What follows belongs to an exercise in optimizing a design on an open flow for small area, a short achievable clock period and few clock cycles per item; a production flow would make more cautious choices.

== run 1 ==
## pagecode_dec
module pagecode_dec (
  input  wire        clk,
  input  wire        rst,
  input  wire        in_valid,
  input  wire [7:0]  in_data,
  output reg         in_ready,
  output reg         out_valid,
  output reg         out_clean,
  output reg         out_poison,
  output reg         out_ok,
  output reg  [2:0]  out_count,
  output reg  [31:0] out_pos,
  output reg  [31:0] out_val
);
clock: 12.0 ns
lec_check: 0
cap_margin: 20
core_margin: 2
core_utilization: 65
slew_margin: 20
standard.sh (not shown) runs the stock make flow with config.mk's settings and CLKGATE_MAP_FILE= SYNTH_SCRIPT=/design/flow/synth_recipe.tcl, a recipe that flattens the netlist after the stock synthesis.
==> flow/flow/run.sh <==
#!/bin/bash
# The standard layout, with ORFS's repair_timing aiming at a setup slack
# margin of 8.5 ns, and buf_2 cells as the port buffers (the SDC, clock period
# and all other settings unchanged).
set -euo pipefail
export SETUP_SLACK_MARGIN=8.5
export BUFFER_PORTS_ARGS="-buffer_cell sky130_fd_sc_hd__buf_2"
bash standard.sh > standard_flow.log 2>&1
Edits applied to the flow inputs when going from run 1 to run 2:
-- flow/design.v --
<<< run 1, line 10
  output reg         out_ok,
  output reg  [2:0]  out_count,
  output reg  [31:0] out_pos,
  output reg  [31:0] out_val
);
  function automatic [7:0] gf_mul(input [7:0] a, input [7:0] b);
>>> run 2, line 10
  output reg         out_ok,
  output reg  [2:0]  out_count,
  output wire [31:0] out_pos,
  output wire [31:0] out_val
);
  function automatic [7:0] gf_mul(input [7:0] a, input [7:0] b);
<<< run 1, line 112
  end
  wire [7:0] cnt_nx = vin ? (last ? 8'd0 : cnt + 8'd1) : cnt;
  wire       c134    = vin ? (cnt == 8'd133) : (cnt == 8'd134);
  wire       c135    = vin ? (cnt == 8'd134) : last;
  wire       last_nx = take ? c134 : c135;
  always @(posedge clk) begin
    din <= in_data;
>>> run 2, line 112
  end
  wire [7:0] cnt_nx = vin ? (last ? 8'd0 : cnt + 8'd1) : cnt;
  wire       last_nx = take ? (cnt_nx == 8'd134) : (cnt_nx == 8'd135);
  always @(posedge clk) begin
    din <= in_data;
<<< run 1, line 151
  reg  [1:0] sa, sb, sc;        
  reg  [2:0] nroot;
  reg        fin_d;             
  wire [7:0] p    = gf_mul(ma, mb);
  wire [7:0] ssel = S[sx];
>>> run 2, line 149
  reg  [1:0] sa, sb, sc;        
  reg  [2:0] nroot;
  wire [7:0] p    = gf_mul(ma, mb);
  wire [7:0] ssel = S[sx];
<<< run 1, line 175
  wire [7:0] ol2 = gf_mul(bs[2], AM2);
  wire [7:0] ol3 = gf_mul(bs[3], AM3);
  wire [7:0] ln0 = gf_mul(ll0, AM1);                
  wire [7:0] ln1 = gf_mul(ll1, AM2);
  wire [7:0] ln2 = gf_mul(ll2, AM3);
  wire [7:0] ln3 = gf_mul(ll3, AM4);
  wire       cadv = (st == D_CHN) && adv;
  wire [7:0] lv_hi = cadv ? 8'h01 ^ ln0 ^ ln1 ^ ln2 ^ ln3
                          : 8'h01 ^ lam[0] ^ lam[1] ^ lam[2] ^ lam[3];
  wire [7:0] lv_lo = cadv ? 8'h01 ^ gf_mul(lam[0], 8'had) ^ gf_mul(lam[1], 8'h36) ^
                            gf_mul(lam[2], 8'hcf) ^ gf_mul(lam[3], 8'h7d)
                          : 8'h01 ^ ll0 ^ ll1 ^ ll2 ^ ll3;    
  reg        rz_hi, rz_lo;
  wire       rt_hi = rz_hi && !hid;
  wire       rt_lo = rz_lo;
  wire [7:0] dv_hi = lam[0] ^ lam[2];
  wire [7:0] dv_lo = ll0 ^ ll2;
>>> run 2, line 172
  wire [7:0] ol2 = gf_mul(bs[2], AM2);
  wire [7:0] ol3 = gf_mul(bs[3], AM3);
  wire [7:0] lv_hi = 8'h01 ^ lam[0] ^ lam[1] ^ lam[2] ^ lam[3];
  wire [7:0] lv_lo = 8'h01 ^ ll0 ^ ll1 ^ ll2 ^ ll3;
  wire       rt_hi = (lv_hi == 8'h00) && !hid;
  wire       rt_lo = (lv_lo == 8'h00);
  wire [7:0] dv_hi = lam[0] ^ lam[2];
  wire [7:0] dv_lo = ll0 ^ ll2;
<<< run 1, line 216
    if (rst) begin
      st        <= D_IDLE;
      fin_d     <= 1'b0;
      out_valid <= 1'b0;
      in_ready  <= 1'b1;
    end else begin
      st        <= st_nx;
      fin_d     <= (st == D_FIN);
      out_valid <= fin_d;
      in_ready  <= !last_nx || (st == D_IDLE && !load) || (st == D_FIN) ||
                   (st == D_DRN && !pa && !pb);
    end
  end
>>> run 2, line 204
    if (rst) begin
      st        <= D_IDLE;
      out_valid <= 1'b0;
      in_ready  <= 1'b1;
    end else begin
      st        <= st_nx;
      out_valid <= (st == D_FIN);
      in_ready  <= !last_nx || (st_nx == D_IDLE) || (st_nx == D_FIN);
    end
  end
<<< run 1, line 322
        hid <= !adv;
        if (adv) begin
          lam[0] <= ln0;
          lam[1] <= ln1;
          lam[2] <= ln2;
          lam[3] <= ln3;
          bs[1]  <= gf_mul(ol1, AM1);
          bs[2]  <= gf_mul(ol2, AM2);
>>> run 2, line 307
        hid <= !adv;
        if (adv) begin
          lam[0] <= gf_mul(ll0, AM1);
          lam[1] <= gf_mul(ll1, AM2);
          lam[2] <= gf_mul(ll2, AM3);
          lam[3] <= gf_mul(ll3, AM4);
          bs[1]  <= gf_mul(ol1, AM1);
          bs[2]  <= gf_mul(ol2, AM2);
<<< run 1, line 334
      default: ;
    endcase
    rz_hi <= (lv_hi == 8'h00);
    rz_lo <= (lv_lo == 8'h00);
    pa <= rt;
    pb <= pa;
>>> run 2, line 319
      default: ;
    endcase
    pa <= rt;
    pb <= pa;
<<< run 1, line 350
    if (pc)
      S[3'd4 + sc] <= p;
    if (st == D_FIN)
      for (i = 0; i < 4; i = i + 1)
        if (!(ok_dec && i < L)) begin
>>> run 2, line 333
    if (pc)
      S[3'd4 + sc] <= p;
    if (st == D_FIN) begin
      out_clean  <= clean_f;
      out_poison <= pois_f;
      out_ok     <= clean_f || ok_dec;
      out_count  <= ok_dec ? L : 3'd0;
      for (i = 0; i < 4; i = i + 1)
        if (!(ok_dec && i < L)) begin
<<< run 1, line 356
          S[i + 4] <= 8'h00;
        end
    if (load) begin
      for (i = 0; i < 8; i = i + 1)
>>> run 2, line 343
          S[i + 4] <= 8'h00;
        end
    end
    if (load) begin
      for (i = 0; i < 8; i = i + 1)
<<< run 1, line 377
    end
  end
  always @(posedge clk) begin
    out_pos    <= {S[3], S[2], S[1], S[0]};
    out_val    <= {S[7], S[6], S[5], S[4]};
    out_clean  <= clean_f;
    out_poison <= pois_f;
    out_ok     <= clean_f || ok_dec;
    out_count  <= ok_dec ? L : 3'd0;
  end
endmodule
>>> run 2, line 365
    end
  end
  assign out_pos = {S[3], S[2], S[1], S[0]};
  assign out_val = {S[7], S[6], S[5], S[4]};
endmodule
[summary]
The final layout from run 2, which completed every stage, passed the timing, design-rule and antenna checks at the end of the flow. Run 1 → run 2: area added between synthesis and finish rose by 3.9 points; via count shrank by 2.1%; count of flip-flops with a built-in enable after synthesis grew by 6. Run 1 → run 2: global-route track usage on met2 down 2.3 points; design area -2.4%. Across both runs, number of non-clock inverters in the layout was higher for run 2 than for run 1.
No run of this note included a check of the RTL's function; only the layout flow was run.

-- port drivers added, routing unchanged --
The flow's constraints put no driver on any port. The routed layouts listed below were extracted and timed again, unchanged, in two steps.
Step 1: set_driving_cell puts a clkbuf_16 on clk and a buf_2 on each other input, an assumption about the parent block.
Step 2 moves the port delays by t, midway between the first and last clock arrival at a register: inputs arrive t later, outputs are due t later. That takes back most of the time a late clock gives input paths.
Slacks: no drivers / after step 1 / after step 2; pairs: no drivers / after step 1.
run	t (ns)	slack for setup (ns)	worst setup path at the end
run 1	0.645	8.521 / 8.471 / 8.521	register to register
run 2	0.626	8.327 / 8.268 / 8.094	input to register
After both steps every run listed still meets setup and hold. The setup slack of run 2, which loses most, moves by -0.059 ns with the drivers and by -0.233 ns with both steps.
